This design comes from an exercise in tuning for small area, a short achievable clock period and few clock cycles on the open sky130 flow, not from production work.
Function was checked by simulation only, so behaviour that the tests miss may differ from the original.

==> flow/design.v, too long to show whole: its modules and the start of the top module <==
// module fp_round: 17 lines
// module fp_add: 55 lines
// module fp_mul: 54 lines
// module mul24: 682 lines
// module fp_div: 98 lines
// module loop_law: 281 lines
module loop_law (
    input  wire        clk,
    input  wire        rst,
    input  wire        start,
    input  wire  [1:0] mode,
    input  wire        d_on_meas,
    input  wire        d_zero,
    input  wire        sat_ext,
    input  wire        plant_lost,
    input  wire [31:0] sp,
    input  wire [31:0] pv,
    input  wire [31:0] ff,
    input  wire [31:0] man_out,
    input  wire [31:0] kp,
    input  wire [31:0] ki,
    input  wire [31:0] kd,
    input  wire [31:0] tf,
    input  wire [31:0] h,
    input  wire [31:0] out_hi,
    input  wire [31:0] out_lo,
    input  wire [31:0] out_prev,
    input  wire [31:0] i_prev,
    input  wire [31:0] d_prev,
    input  wire [31:0] y_prev,
    output wire        done,
    output wire [31:0] out,
    output wire [31:0] i_out,
    output wire [31:0] d_out,
    output wire [31:0] y_out,
    output wire        numeric,
    output wire        i_inhibit,
    output wire        sat_hi,
    output wire        sat_lo
);
  // ...
==> flow/flow/run.sh <==
#!/bin/bash
# Layout flow: the standard layout (standard.sh) unchanged, except that
# repair_timing aims at a setup slack margin, so it shortens the critical
# paths well below the 50 ns clock instead of stopping once they fit in it.
set -euo pipefail
bash standard.sh SETUP_SLACK_MARGIN=35 finish > standard.log 2>&1
==> flow/standard.sh <==
#!/bin/bash
# synth_recipe.tcl (not shown) runs the flow's synth.tcl, then flattens the netlist and writes it again
# the make line also repeats each setting of config.mk as NAME=value (left out here)
make -C /OpenROAD-flow-scripts/flow DESIGN_CONFIG=/design/flow/config.mk WORK_HOME=/design/flow/orfs CLKGATE_MAP_FILE= SYNTH_SCRIPT=/design/flow/synth_recipe.tcl "${@:-finish}"
==> flow/config.mk <==
export PLATFORM = sky130hd
export DESIGN_NAME = loop_law
export DESIGN_NICKNAME = loop_law
export VERILOG_FILES = /design/flow/design.v
export SDC_FILE = /design/flow/constraint.sdc
export NUM_CORES = 8
export LEC_CHECK = 0
export ABC_AREA = 1
export CAP_MARGIN = 20
export CORE_MARGIN = 2
export CORE_UTILIZATION = 45
export SLEW_MARGIN = 20
==> flow/constraint.sdc <==
create_clock -name core_clock -period 50.0 [get_ports {clk}]
set_input_delay 10.0000 -clock core_clock [delete_from_list [all_inputs] [get_ports {clk}]]
set_output_delay 10.0000 -clock core_clock [all_outputs]
set_load 0.01 [all_outputs]
==> run notes, run 1 <==
total CTS buffers 79; DR top layer met5; Buffers, non-clock 1296; CP Cell Sequence inv_1 > o221ai_1 > inv_1 > ha_1 > nand2_1 > nor4_1 > nand4_1 > nor4_1 > nand2b_1 > a21oi_1 > nand3_1 > a211oi_2 > nand3_1 > nand2_2 > buf_4 > nor2_4 > buf_12 > nand2_1 > o2111ai_2 > clkdlybuf4s15_2; # clk buffers 85; worst setup path end out[21]; FF-to-FF setup slack 34.60 ns; Inst Count DP 15100; Synth Flop Type edfxtp_1; fin crit share 0.319; hold path start v_fin; xor/xnor share of the synthesized area 0.0590; Seq/total area 0.192; total gr overflow 0; Worst R2R Start t[24]; die height around 440 µm; total track usage 0.481; Synth Area in Adders 0.142; post-layout instance area 108000 µm²; ant diodes 14; Syn Area/Cell about 7 µm²; status timing/DRC/antenna clean; async set or reset register ratio after synthesis 0; hold_buf cts 0; crit path max fanout 16; fin crit period between 15 and 20 ns; Metal-1 WL ~170 mm; commonest non-fill, non-tap cell in the layout nand2_1
Testbench counts, summed over its fixed seeds: cycles 88,179.
==> module loop_law, before the edit <==
module loop_law (
    input  wire        clk,
    input  wire        rst,
    input  wire        start,
    input  wire  [1:0] mode,
    input  wire        d_on_meas,
    input  wire        d_zero,
    input  wire        sat_ext,
    input  wire        plant_lost,
    input  wire [31:0] sp,
    input  wire [31:0] pv,
    input  wire [31:0] ff,
    input  wire [31:0] man_out,
    input  wire [31:0] kp,
    input  wire [31:0] ki,
    input  wire [31:0] kd,
    input  wire [31:0] tf,
    input  wire [31:0] h,
    input  wire [31:0] out_hi,
    input  wire [31:0] out_lo,
    input  wire [31:0] out_prev,
    input  wire [31:0] i_prev,
    input  wire [31:0] d_prev,
    input  wire [31:0] y_prev,
    output wire        done,
    output wire [31:0] out,
    output wire [31:0] i_out,
    output wire [31:0] d_out,
    output wire [31:0] y_out,
    output wire        numeric,
    output wire        i_inhibit,
    output wire        sat_hi,
    output wire        sat_lo
);
    localparam M_AUTO = 2'd0, M_MANUAL = 2'd1, M_FIRST = 2'd2, M_TRANSFER = 2'd3;
    localparam [4:0]
        S_IDLE = 5'd0,
        S_A0 = 5'd1, S_A1 = 5'd2, S_A2 = 5'd3, S_A3 = 5'd4, S_A4 = 5'd5,
        S_A5 = 5'd6, S_A6 = 5'd7,
        S_V2 = 5'd17, S_V3 = 5'd18, S_FIN = 5'd19,
        S_R1 = 5'd20, S_R2 = 5'd21, S_R3 = 5'd22, S_R4 = 5'd16,
        S_B0 = 5'd23, S_B1 = 5'd24, S_B2 = 5'd25, S_B3 = 5'd26, S_B4 = 5'd27;
    function is_nan(input [31:0] x);
        is_nan = (&x[30:23]) & (|x[22:0]);
    endfunction
    function is_fin(input [31:0] x);
        is_fin = ~&x[30:23];
    endfunction
    function f_lt(input [31:0] x, input [31:0] y);
        begin
            if (is_nan(x) || is_nan(y))
                f_lt = 1'b0;
            else if (x[30:0] == 0 && y[30:0] == 0)
                f_lt = 1'b0;
            else if (x[31] != y[31])
                f_lt = x[31];
            else if (!x[31])
                f_lt = x[30:0] < y[30:0];
            else
                f_lt = x[30:0] > y[30:0];
        end
    endfunction
    function f_eq(input [31:0] x, input [31:0] y);
        f_eq = !is_nan(x) && !is_nan(y) &&
               ((x == y) || (x[30:0] == 0 && y[30:0] == 0));
    endfunction
    reg  [1:0] r_mode;
    reg        r_dom, r_dz, r_sat, r_plant;
    reg [31:0] r_sp, r_pv, r_ff, r_man, r_kp, r_ki, r_kd, r_tf, r_h;
    reg [31:0] r_hi, r_lo, r_outp, r_ip, r_dp, r_yp;
    reg [31:0] t, u;
    reg  [4:0] state;
    reg        rec, v_fin;
    localparam NA = 6, NB = 9;
    reg [NA-1:0] c_a;   reg c_an;
    reg [NB-1:0] c_b;   reg c_bn;
    reg [3:0]    c_ma, c_mb;
    reg c_wsp, c_wtf, c_wki, c_wkd, c_wkp, c_wu, c_wt_add, c_wt_mul, c_fixz, c_go;
    localparam A_SP = 0, A_PV = 1, A_TF = 2, A_T = 3, A_KP = 4, A_KI = 5;
    localparam B_PV = 0, B_YP = 1, B_H = 2, B_KD = 3, B_OUTP = 4, B_U = 5, B_D = 6, B_FF = 7, B_IP = 8;
    localparam MA_TF = 0, MA_KI = 1, MA_KD = 2, MA_KP = 3;
    localparam MB_DP = 0, MB_H = 1, MB_U = 2, MB_SP = 3;
    wire [31:0] d;
    reg  [31:0] add_a, add_b, mul_a, mul_b;
    wire [31:0] add_r, mul_r, div_r;
    wire        div_rdy;
    integer j;
    always @* begin
        add_a = 32'd0;
        add_b = 32'd0;
        for (j = 0; j < 32; j = j + 1) begin
            add_a[j] = (c_a[A_SP] & r_sp[j]) | (c_a[A_PV] & r_pv[j]) | (c_a[A_TF] & r_tf[j]) |
                       (c_a[A_T]  & t[j])    | (c_a[A_KP] & r_kp[j]) | (c_a[A_KI] & r_ki[j]);
            add_b[j] = (c_b[B_PV] & r_pv[j]) | (c_b[B_YP] & r_yp[j]) | (c_b[B_H]  & r_h[j]) |
                       (c_b[B_KD] & r_kd[j]) | (c_b[B_OUTP] & r_outp[j]) | (c_b[B_U] & u[j]) |
                       (c_b[B_D]  & d[j])    | (c_b[B_FF] & r_ff[j]) | (c_b[B_IP] & r_ip[j]);
            mul_a[j] = (c_ma[MA_TF] & r_tf[j]) | (c_ma[MA_KI] & r_ki[j]) |
                       (c_ma[MA_KD] & r_kd[j]) | (c_ma[MA_KP] & r_kp[j]);
            mul_b[j] = (c_mb[MB_DP] & r_dp[j]) | (c_mb[MB_H] & r_h[j]) |
                       (c_mb[MB_U]  & u[j])    | (c_mb[MB_SP] & r_sp[j]);
        end
    end
    fp_add u_add (.a({add_a[31] ^ c_an, add_a[30:0]}), .b({add_b[31] ^ c_bn, add_b[30:0]}),
                  .r(add_r));
    fp_mul u_mul (.a(mul_a), .b(mul_b), .r(mul_r));
    wire        q_neg, q_small;
    fp_div u_div (.clk(clk), .start(c_go), .a(t), .b(r_tf), .rdy(div_rdy), .result(div_r),
                  .q_neg(q_neg), .q_small(q_small));
    assign d = r_dz ? 32'd0 : div_r;
    wire [31:0] npv   = {~r_pv[31], r_pv[30:0]};
    wire        trn   = (r_mode == M_TRANSFER);
    wire        dwait = !r_dz && !div_rdy;      
    wire        stall = dwait && (state == S_V2 || state == S_R2 || state == S_FIN);
    wire [31:0] add_z = {add_r[31] & (|add_r[30:0]), add_r[30:0]};
    wire        ext_hi = r_sat && f_lt(32'd0, r_outp);
    wire        ext_lo = r_sat && f_lt(r_outp, 32'd0);
    wire        hiS = f_lt(r_hi, t) || ext_hi;
    wire        loS = f_lt(t, r_lo) || ext_lo;
    wire        inh_a = r_plant || (hiS && f_lt(32'd0, r_ki)) || (loS && f_lt(r_ki, 32'd0));
    wire        inh = (r_mode == M_AUTO) && rec;
    wire [31:0] y   = r_dom ? npv : r_sp;
    wire [31:0] i_f = (r_mode == M_AUTO) ? (inh ? r_ip : u) : trn ? t : r_ip;
    wire [31:0] x   = trn ? r_outp : (r_mode == M_MANUAL) ? r_man : t;
    wire        c1  = f_lt(r_lo, x);
    wire        c2  = f_lt(x, r_hi);
    wire        c3  = f_lt(r_lo, r_hi);
    wire        exh = f_eq(x, r_hi), exl = f_eq(x, r_lo), ehl = f_eq(r_hi, r_lo);
    wire        s_x  = trn || (c1 && c2);
    wire        s_lo = !s_x && !c1 && c3;
    wire        eqh = (trn || (c1 && c2)) ? exh : (!c1 && c3) ? ehl : 1'b1;
    wire        eql = (trn || (c1 && c2)) ? exl : (!c1 && c3) ? 1'b1 : ehl;
    reg bad;
    always @* begin
        case (r_mode)
            M_AUTO:   bad = !(is_fin(r_sp) && is_fin(r_kp) && is_fin(y) && is_fin(d) &&
                              is_fin(r_ki) && (rec ? v_fin : is_fin(t)) && is_fin(i_f) &&
                              is_fin(t));
            M_MANUAL: bad = !(is_fin(r_sp) && is_fin(y) && is_fin(d) && is_fin(r_man));
            M_FIRST:  bad = !(is_fin(r_sp) && is_fin(r_kp) && is_fin(y) && is_fin(t));
            default:  bad = !(is_fin(r_sp) && is_fin(r_kp) && is_fin(y) && is_fin(d) &&
                              is_fin(t));
        endcase
    end
    wire go_rec = (r_mode == M_AUTO) && inh_a && !rec;
    wire di_pos  = f_lt(32'd0, r_ki), di_neg = f_lt(r_ki, 32'd0);
    wire ff_z    = ~|r_ff[30:0];
    wire v_small = (t[30:23] < 8'd252) && q_small && (r_ff[30:23] < 8'd252);
    wire sure_hi = (ext_hi || (f_lt(r_hi, t) && !q_neg && (!r_ff[31] || ff_z))) && di_pos;
    wire sure_lo = (ext_lo || (f_lt(t, r_lo) && q_neg && (r_ff[31] || ff_z))) && di_neg;
    wire skip_v  = (r_mode == M_AUTO) && v_small && (r_plant || sure_hi || sure_lo);
    wire fin    = (state == S_FIN) && !dwait && !go_rec;
    assign done      = fin;
    wire        o_x  = !bad && s_x, o_lo = !bad && s_lo, o_hi = !bad && !s_x && !s_lo;
    assign out       = ({32{bad}} & r_outp) | ({32{o_x}} & x) | ({32{o_lo}} & r_lo) |
                       ({32{o_hi}} & r_hi);
    assign i_out     = bad ? r_ip : i_f;
    assign d_out     = bad ? r_dp : d;
    assign y_out     = bad ? r_yp : y;
    assign numeric   = bad;
    assign i_inhibit = !bad && inh;
    assign sat_hi    = !bad && (eqh || ext_hi);
    assign sat_lo    = !bad && (eql || ext_lo);
    wire [4:0] first_st = (d_zero || mode == M_FIRST) ? S_B0 : S_A0;
    reg [4:0] nst;
    always @* begin
        nst = state;
        case (state)
            S_IDLE: if (start) nst = first_st;
            S_A0: nst = S_A1;
            S_A1: nst = S_A2;
            S_A2: nst = S_A3;
            S_A3: nst = S_A4;
            S_A4: nst = S_A5;
            S_A5: nst = S_A6;
            S_A6: nst = (r_mode == M_MANUAL) ? S_FIN : S_V2;
            S_V2: if (!dwait) nst = S_V3; else if (skip_v) nst = S_R2;
            S_V3: nst = S_FIN;
            S_R1: nst = S_R2;
            S_R2: if (!dwait) nst = S_R3;
            S_R3: nst = S_FIN;
            S_R4: nst = S_FIN;
            S_B0: nst = (r_mode == M_MANUAL) ? S_FIN : (r_mode == M_AUTO) ? S_B1 : S_B2;
            S_B1: nst = S_B2;
            S_B2: nst = S_B3;
            S_B3: nst = S_B4;
            S_B4: nst = S_FIN;
            S_FIN: if (!dwait) nst = go_rec ? (r_dz ? S_R1 : S_R4) : start ? first_st : S_IDLE;
            default: nst = S_IDLE;
        endcase
        if (rst) nst = S_IDLE;
    end
    wire [1:0] n_mode = (state == S_IDLE || state == S_FIN) ? mode : r_mode;
    wire       n_trn  = (n_mode == M_TRANSFER);
    wire       n_auto = (n_mode == M_AUTO);
    wire       n_dom  = r_dom;
    always @(posedge clk) begin
        c_a <= 0; c_an <= 1'b0; c_b <= 0; c_bn <= 1'b0; c_ma <= 0; c_mb <= 0;
        c_wsp <= 1'b0; c_wtf <= 1'b0; c_wki <= 1'b0; c_wkd <= 1'b0; c_wkp <= 1'b0;
        c_wu <= 1'b0; c_wt_add <= 1'b0; c_wt_mul <= 1'b0; c_fixz <= 1'b0; c_go <= 1'b0;
        case (nst)
            S_A0: begin c_a[A_SP] <= 1'b1; c_b[B_PV] <= 1'b1; c_bn <= 1'b1; c_wsp <= 1'b1;
                        c_ma[MA_TF] <= 1'b1; c_mb[MB_DP] <= 1'b1; c_wt_mul <= 1'b1; end
            S_A1: begin c_b[B_YP] <= 1'b1; c_bn <= 1'b1; c_wu <= 1'b1;
                        if (n_dom) begin c_a[A_PV] <= 1'b1; c_an <= 1'b1; end
                        else       c_a[A_SP] <= 1'b1;
                        c_ma[MA_KI] <= 1'b1; c_mb[MB_H] <= 1'b1; c_wki <= 1'b1; end
            S_A2:
                  begin c_a[A_TF] <= 1'b1; c_b[B_H] <= 1'b1; c_wtf <= 1'b1;
                        c_ma[MA_KD] <= 1'b1; c_mb[MB_U] <= 1'b1; c_wkd <= 1'b1; end
            S_A3: begin c_a[A_T] <= 1'b1; c_b[B_KD] <= 1'b1; c_wt_add <= 1'b1;
                        c_ma[MA_KP] <= 1'b1; c_mb[MB_SP] <= 1'b1; c_wkp <= 1'b1; end
            S_A4: begin c_go <= 1'b1;
                        c_a[A_KP] <= 1'b1; c_b[B_IP] <= 1'b1; c_wtf <= 1'b1;    
                        c_ma[MA_KI] <= 1'b1; c_mb[MB_SP] <= 1'b1; c_wki <= 1'b1; end
            S_A5:
                  if (n_trn) begin c_a[A_KP] <= 1'b1; c_an <= 1'b1; c_b[B_OUTP] <= 1'b1; c_wt_add <= 1'b1; end
                  else       begin c_a[A_KI] <= 1'b1; c_b[B_IP] <= 1'b1; c_wu <= 1'b1; end
            S_A6:
                  if (!n_trn) begin c_a[A_KP] <= 1'b1; c_b[B_U] <= 1'b1; c_wt_add <= 1'b1; end
            S_V2: begin c_a[A_T] <= 1'b1; c_b[B_D] <= 1'b1; c_bn <= n_trn; c_wt_add <= 1'b1; end
            S_FIN: begin c_a[A_TF] <= 1'b1; c_b[B_D] <= 1'b1; c_wtf <= 1'b1; end
            S_R4: begin c_a[A_TF] <= 1'b1; c_b[B_FF] <= 1'b1; c_wt_add <= 1'b1; end
            S_V3, S_R3, S_B4:
                  begin c_a[A_T] <= 1'b1; c_b[B_FF] <= 1'b1; c_bn <= n_trn; c_wt_add <= 1'b1; end
            S_R1: begin c_a[A_KP] <= 1'b1; c_b[B_IP] <= 1'b1; c_wtf <= 1'b1; end
            S_R2: begin c_a[A_TF] <= 1'b1; c_b[B_D] <= 1'b1; c_wt_add <= 1'b1; end
            S_B0: begin c_a[A_SP] <= 1'b1; c_b[B_PV] <= 1'b1; c_bn <= 1'b1; c_wsp <= 1'b1;
                        c_ma[MA_KI] <= 1'b1; c_mb[MB_H] <= 1'b1; c_wki <= 1'b1; end
            S_B1: begin c_ma[MA_KI] <= 1'b1; c_mb[MB_SP] <= 1'b1; c_wki <= 1'b1; end
            S_B2: begin c_a[A_KI] <= 1'b1; c_b[B_IP] <= 1'b1; c_wu <= 1'b1;
                        c_ma[MA_KP] <= 1'b1; c_mb[MB_SP] <= 1'b1; c_wkp <= 1'b1; end
            S_B3: begin
                c_a[A_KP] <= 1'b1; c_wt_add <= 1'b1;
                if (n_trn)       begin c_an <= 1'b1; c_b[B_OUTP] <= 1'b1; end
                else if (n_auto) begin c_b[B_U] <= 1'b1; c_fixz <= 1'b1; end
                else             begin c_b[B_IP] <= 1'b1; c_fixz <= 1'b1; end
            end
            default: ;
        endcase
    end
    wire take = (state == S_IDLE) || fin;
    always @(posedge clk) begin
        state <= nst;
        if (take) begin
            r_mode  <= mode;
            r_dom   <= d_on_meas;
            r_dz    <= d_zero || (mode == M_FIRST);
            r_sat   <= sat_ext;
            r_plant <= plant_lost;
            r_pv    <= pv;
            r_ff    <= ff;
            r_man   <= man_out;
            r_h     <= h;
            r_hi    <= out_hi;
            r_lo    <= out_lo;
            rec     <= 1'b0;
        end
        if (take)       r_sp <= sp;       else if (c_wsp) r_sp <= add_r;
        if (take)       r_tf <= tf;       else if (c_wtf) r_tf <= add_r;
        if (take)       r_ki <= ki;       else if (c_wki) r_ki <= mul_r;
        if (take)       r_kd <= kd;       else if (c_wkd) r_kd <= mul_r;
        if (take)       r_kp <= kp;       else if (c_wkp) r_kp <= mul_r;
        if (c_wu)       u <= add_r;
        if (c_wt_mul)   t <= mul_r;
        else if (c_wt_add && !stall) t <= c_fixz ? add_z : add_r;
        if (state == S_FIN && !dwait && go_rec) begin
            rec   <= 1'b1;
            v_fin <= is_fin(t);
        end
        if (state == S_V2 && dwait && skip_v) begin
            rec   <= 1'b1;
            v_fin <= 1'b1;
        end
        if (take) begin
            r_outp <= out_prev;
            r_ip   <= i_prev;
            r_dp   <= d_prev;
            r_yp   <= y_prev;
        end
    end
endmodule
==> run 2: changes to the inputs <==
--- a/flow/design.v
+++ b/flow/design.v
@@ -971,6 +971,7 @@
                ((x == y) || (x[30:0] == 0 && y[30:0] == 0));
     endfunction
     reg  [1:0] r_mode;
+    reg        m_auto, m_man, m_trn;   
     reg        r_dom, r_dz, r_sat, r_plant;
     reg [31:0] r_sp, r_pv, r_ff, r_man, r_kp, r_ki, r_kd, r_tf, r_h;
     reg [31:0] r_hi, r_lo, r_outp, r_ip, r_dp, r_yp;
@@ -1014,7 +1015,7 @@
                   .q_neg(q_neg), .q_small(q_small));
     assign d = r_dz ? 32'd0 : div_r;
     wire [31:0] npv   = {~r_pv[31], r_pv[30:0]};
-    wire        trn   = (r_mode == M_TRANSFER);
+    wire        trn   = m_trn;
     wire        dwait = !r_dz && !div_rdy;      
     wire        stall = dwait && (state == S_V2 || state == S_R2 || state == S_FIN);
     wire [31:0] add_z = {add_r[31] & (|add_r[30:0]), add_r[30:0]};
@@ -1023,10 +1024,10 @@
     wire        hiS = f_lt(r_hi, t) || ext_hi;
     wire        loS = f_lt(t, r_lo) || ext_lo;
     wire        inh_a = r_plant || (hiS && f_lt(32'd0, r_ki)) || (loS && f_lt(r_ki, 32'd0));
-    wire        inh = (r_mode == M_AUTO) && rec;
+    wire        inh = m_auto && rec;
     wire [31:0] y   = r_dom ? npv : r_sp;
-    wire [31:0] i_f = (r_mode == M_AUTO) ? (inh ? r_ip : u) : trn ? t : r_ip;
-    wire [31:0] x   = trn ? r_outp : (r_mode == M_MANUAL) ? r_man : t;
+    wire [31:0] i_f = m_auto ? (inh ? r_ip : u) : trn ? t : r_ip;
+    wire [31:0] x   = trn ? r_outp : m_man ? r_man : t;
     wire        c1  = f_lt(r_lo, x);
     wire        c2  = f_lt(x, r_hi);
     wire        c3  = f_lt(r_lo, r_hi);
@@ -1047,13 +1048,13 @@
                               is_fin(t));
         endcase
     end
-    wire go_rec = (r_mode == M_AUTO) && inh_a && !rec;
+    wire go_rec = m_auto && inh_a && !rec;
     wire di_pos  = f_lt(32'd0, r_ki), di_neg = f_lt(r_ki, 32'd0);
     wire ff_z    = ~|r_ff[30:0];
     wire v_small = (t[30:23] < 8'd252) && q_small && (r_ff[30:23] < 8'd252);
     wire sure_hi = (ext_hi || (f_lt(r_hi, t) && !q_neg && (!r_ff[31] || ff_z))) && di_pos;
     wire sure_lo = (ext_lo || (f_lt(t, r_lo) && q_neg && (r_ff[31] || ff_z))) && di_neg;
-    wire skip_v  = (r_mode == M_AUTO) && v_small && (r_plant || sure_hi || sure_lo);
+    wire skip_v  = m_auto && v_small && (r_plant || sure_hi || sure_lo);
     wire fin    = (state == S_FIN) && !dwait && !go_rec;
     assign done      = fin;
     wire        o_x  = !bad && s_x, o_lo = !bad && s_lo, o_hi = !bad && !s_x && !s_lo;
@@ -1149,6 +1150,9 @@
         state <= nst;
         if (take) begin
             r_mode  <= mode;
+            m_auto  <= (mode == M_AUTO);
+            m_man   <= (mode == M_MANUAL);
+            m_trn   <= (mode == M_TRANSFER);
             r_dom   <= d_on_meas;
             r_dz    <= d_zero || (mode == M_FIRST);
             r_sat   <= sat_ext;
==> run notes, run 2 <==
status timing/DRC/antenna clean (unchanged); worst-skew pair later-pin latency 0.79 ns (was 0.76 ns); gpl congestion 1.12 (was 1.11); critical path class reg -> out (unchanged); post-synth top area share 0.237 (was 0.238); commonest cells in the synthesized netlist nand2_1 (3422), inv_1 (1571), o21ai_0 (1027) (was nand2_1 (3357), inv_1 (1463), o21ai_0 (945)); first-pass GRT wire length 663 mm (was 670 mm); Syn Area/Cell 6.80 µm² (was 6.88 µm²); Final setup viols 0 (unchanged); total gr overflow 0 (unchanged); synth unique cells 77 (was 87); Worst-Margin Slew 1.21 ns (was 1.26 ns); layout cells sized above 1 0.182 (was 0.166); endpoints failing hold 0 (unchanged); setup TNS 0 ns (unchanged); Final nets 14900 (was 14500); I/O Buffers 621 (unchanged); FF-to-FF setup slack 34.87 ns (was 34.60 ns); H-tree depth 3 (unchanged); clk slew on worst S/H paths 0.07 ns (about the same); area leader, netlist edfxtp_1 (unchanged); type of the worst min-delay path reg -> reg (unchanged); post-layout util 0.592 (was 0.582); # IOs 622 (unchanged); Pre-antenna DRT Iters 13 (was 10); Final HPWL DP 362 mm (was 370 mm); most frequent cells in the layout nand2_1 (3175), inv_1 (1467), o21ai_0 (759) (was nand2_1 (3197), inv_1 (1390), nor2_1 (723)); DRC Markers 0 (unchanged); hold path start v_fin (unchanged); mean number of vias per cell 6.39 (was 6.48); relative max-transition margin 0.194 (was 0.156); Mapped Area 85000 µm² (was 84400 µm²); DIE WIDTH 438 µm (was 437 µm); initial antenna violation count 30 (was 27); cell count after synthesis 12500 (was 12300); Clock Sink Count 705 (was 702); routed len/inst 30.4 µm (was 31.3 µm); Max Buffers Root-to-Sink 3 (unchanged); crit path max fanout 8 (was 16); yosys warns 4 (unchanged); area of the multi-input gates 63000 µm² (was 62400 µm²); CP Launch Point t[13] (was t[21]); Reg area 20900 µm² (was 20800 µm²); hold_buf cts 0 (unchanged); Worst Path Arrival 5.14 ns (was 5.97 ns); total CTS buffers 78 (was 79); Clk Tree Root Cell clkbuf_16 (unchanged); synthesis-to-finish area growth 30.8% (was 28.1%); number of placement rows 159 (was 158); fill count 17200 (about the same); number of synthesized flops with an enable pin 671 (was 668); CORE AREA 188000 µm² (was 186000 µm²); Worst R2R Start r_kd[9] (was t[24]); die footprint 192000 µm² (was 191000 µm²); initial core utilization 0.453 (was 0.454); DRT antenna net count 0 (unchanged); register area share after synthesis 0.245 (was 0.246); Routed WL 491 mm (was 492 mm); total track usage 0.476 (was 0.481); vias in the first global route 93800 (was 93600); Worst EP required 40.00 ns (about the same); Synth Flop Type edfxtp_1 (unchanged); clock skew 0.0601 ns (was 0.0795 ns); Yosys reg bits 705 (was 702); CP Launch Type flop (unchanged); commonest non-fill, non-tap cell in the layout nand2_1 (unchanged); most common cell in the netlist nand2_1 (unchanged); Via Count 103000 (was 102000); Final Max Slew Viols 0 (unchanged); CP endpoint kind primary output (unchanged); MaxCap Viol Count 0 (unchanged); syn_nets 13800 (was 13600); f_max 66.0 MHz (was 62.6 MHz); fin crit period 15.14 ns (was 15.97 ns); CTS tree built (unchanged); async set or reset register ratio after synthesis 0 (unchanged); largest net degree at the start of global routing 131 (was 135); Iter 0 DRT Violations 16800 (was 15900); fin crit share 0.303 (was 0.319); unrepaired setup endpoints after global routing yes (unchanged); top post-synthesis cells by area edfxtp_1 (24%), nand2_1 (15%), ha_1 (8.0%) (was edfxtp_1 (24%), nand2_1 (15%), ha_1 (8.1%)); die height 438 µm (was 437 µm)
[run 2: cell types whose count changed after synthesis, moves of 25 or more]
cell	delta
nand2_1	+65
nor4_1	+26
nand3_1	+97
a221oi_1	-39
o21ai_0	+82
buf_2	-25
nand4_1	-31
inv_1	+108
o21ai_1	-61
a22oi_1	+31
clkbuf_1	+39
[run 2: kinds of logic (layout without fill, tap and decap cells)]
| kind of cell | after synthesis | after routing | synth area share |
|---|---|---|---|
| adder cells (fa/ha/maj) | 800 | 800 | 0.140 |
| AND/OR/NAND/NOR | 5666 | 5685 | 0.280 |
| other | 0 | 18 | 0 |
| XOR/XNOR | 565 | 565 | 0.0582 |
| multiplexers | 30 | 30 | 0.00353 |
| AO/OA/AOI/OAI | 2562 | 2562 | 0.174 |
| flip-flops | 705 | 705 | 0.245 |
| buffers and inverters | 2157 | 3283 | 0.0987 |
[run 2: routing by layer]
metal | GRT usage | share of wire | up-vias
li1 | - | - | 44200
met1 | 0.553 | 0.34 | 48200
met2 | 0.701 | 0.41 | 8305
met3 | 0.160 | 0.13 | 2496
met4 | 0.412 | 0.11 | 20
met5 | 0.0141 | 0.00087 | -
[run 2: repair_timing]
item                       in CTS  in global routing
gates cloned                   36                 43
resized for setup             820               1309
setup endpoints to repair     408                356
pin swaps                     106                390
setup buffers                 190                406
[run 2: path summary, 6_finish.rpt]
path,endpoint,depth (start not counted)
max,out[1],22
min,v_fin,2
max reg2reg,t[31],99
min reg2reg,v_fin,2
[run 2: area by class of cell]
cell class,instances,share of cell area
antenna,18,0.000405
clock buffer,84,0.0178
clock inverter,57,0.00512
inverter,1620,0.0578
multi-input combinational,9642,0.567
sequential,705,0.188
tap,2495,0.0281
timing repair buffer,1508,0.135
timing repair inverter,14,0.00120
[run 2: stage by stage]
stage               setup WS, ns  instance area [µm²]  instances  hold WS (ns)
floorplan                  35.00                85100      12500         0.429
global placement           29.80                94300      15300         0.469
detailed placement         29.48                94300      15300         0.461
CTS                        34.78               102000      15700         0.477
global route               34.30               111000      16100         0.489
finish                     34.86               111000      16100         0.485
[run 2: worst max-delay path: stages (launching register included)]
cell,delay [ns]
edfxtp_1,0.38
buf_6,0.18
inv_1,0.17
buf_4,0.26
o21ai_1,0.10
nand2_1,0.12
o21ai_2,0.12
inv_1,0.10
nand4_1,0.13
nor4_2,0.48
nand3_1,0.29
nor3_1,0.38
nand2_1,0.12
nand3b_1,0.15
buf_4,0.14
nand3_4,0.11
nor3_4,0.28
buf_6,0.19
buf_12,0.18
buf_4,0.13
nand2_2,0.04
nand3_2,0.15
buf_6,0.12
Testbench counts of run 2, summed over its fixed seeds: cycles 88,179.

[what the ideal ports hide]
In the flow no input, the clock included, has a driving cell. The finished layouts below were timed again as built, in two steps.
Step 1 (the two cells are an assumption about what drives the block):
set clk [get_ports {clk}]
set_driving_cell -lib_cell sky130_fd_sc_hd__clkbuf_16 $clk
set_driving_cell -lib_cell sky130_fd_sc_hd__buf_2 [delete_from_list [all_inputs] $clk]
Step 2 also shifts input and output timing later by t, the mid clock arrival at the registers, as if the neighbouring blocks saw the same clock.
Three values: ideal, step 1, step 2; two values: the first two.
run | shift t [ns] | setup WS [ns] | worst hold slack (ns) | worst register clock-pin slew, ns
run 1 | 0.804 | 34.028 / 33.947 / 34.603 | 0.512 / 0.512 / 0.512 | 0.08 / 0.08
run 2 | 0.844 | 34.860 / 34.780 / 34.870 | 0.485 / 0.485 / 0.485 | 0.07 / 0.07
After both steps every run listed still meets setup and hold.
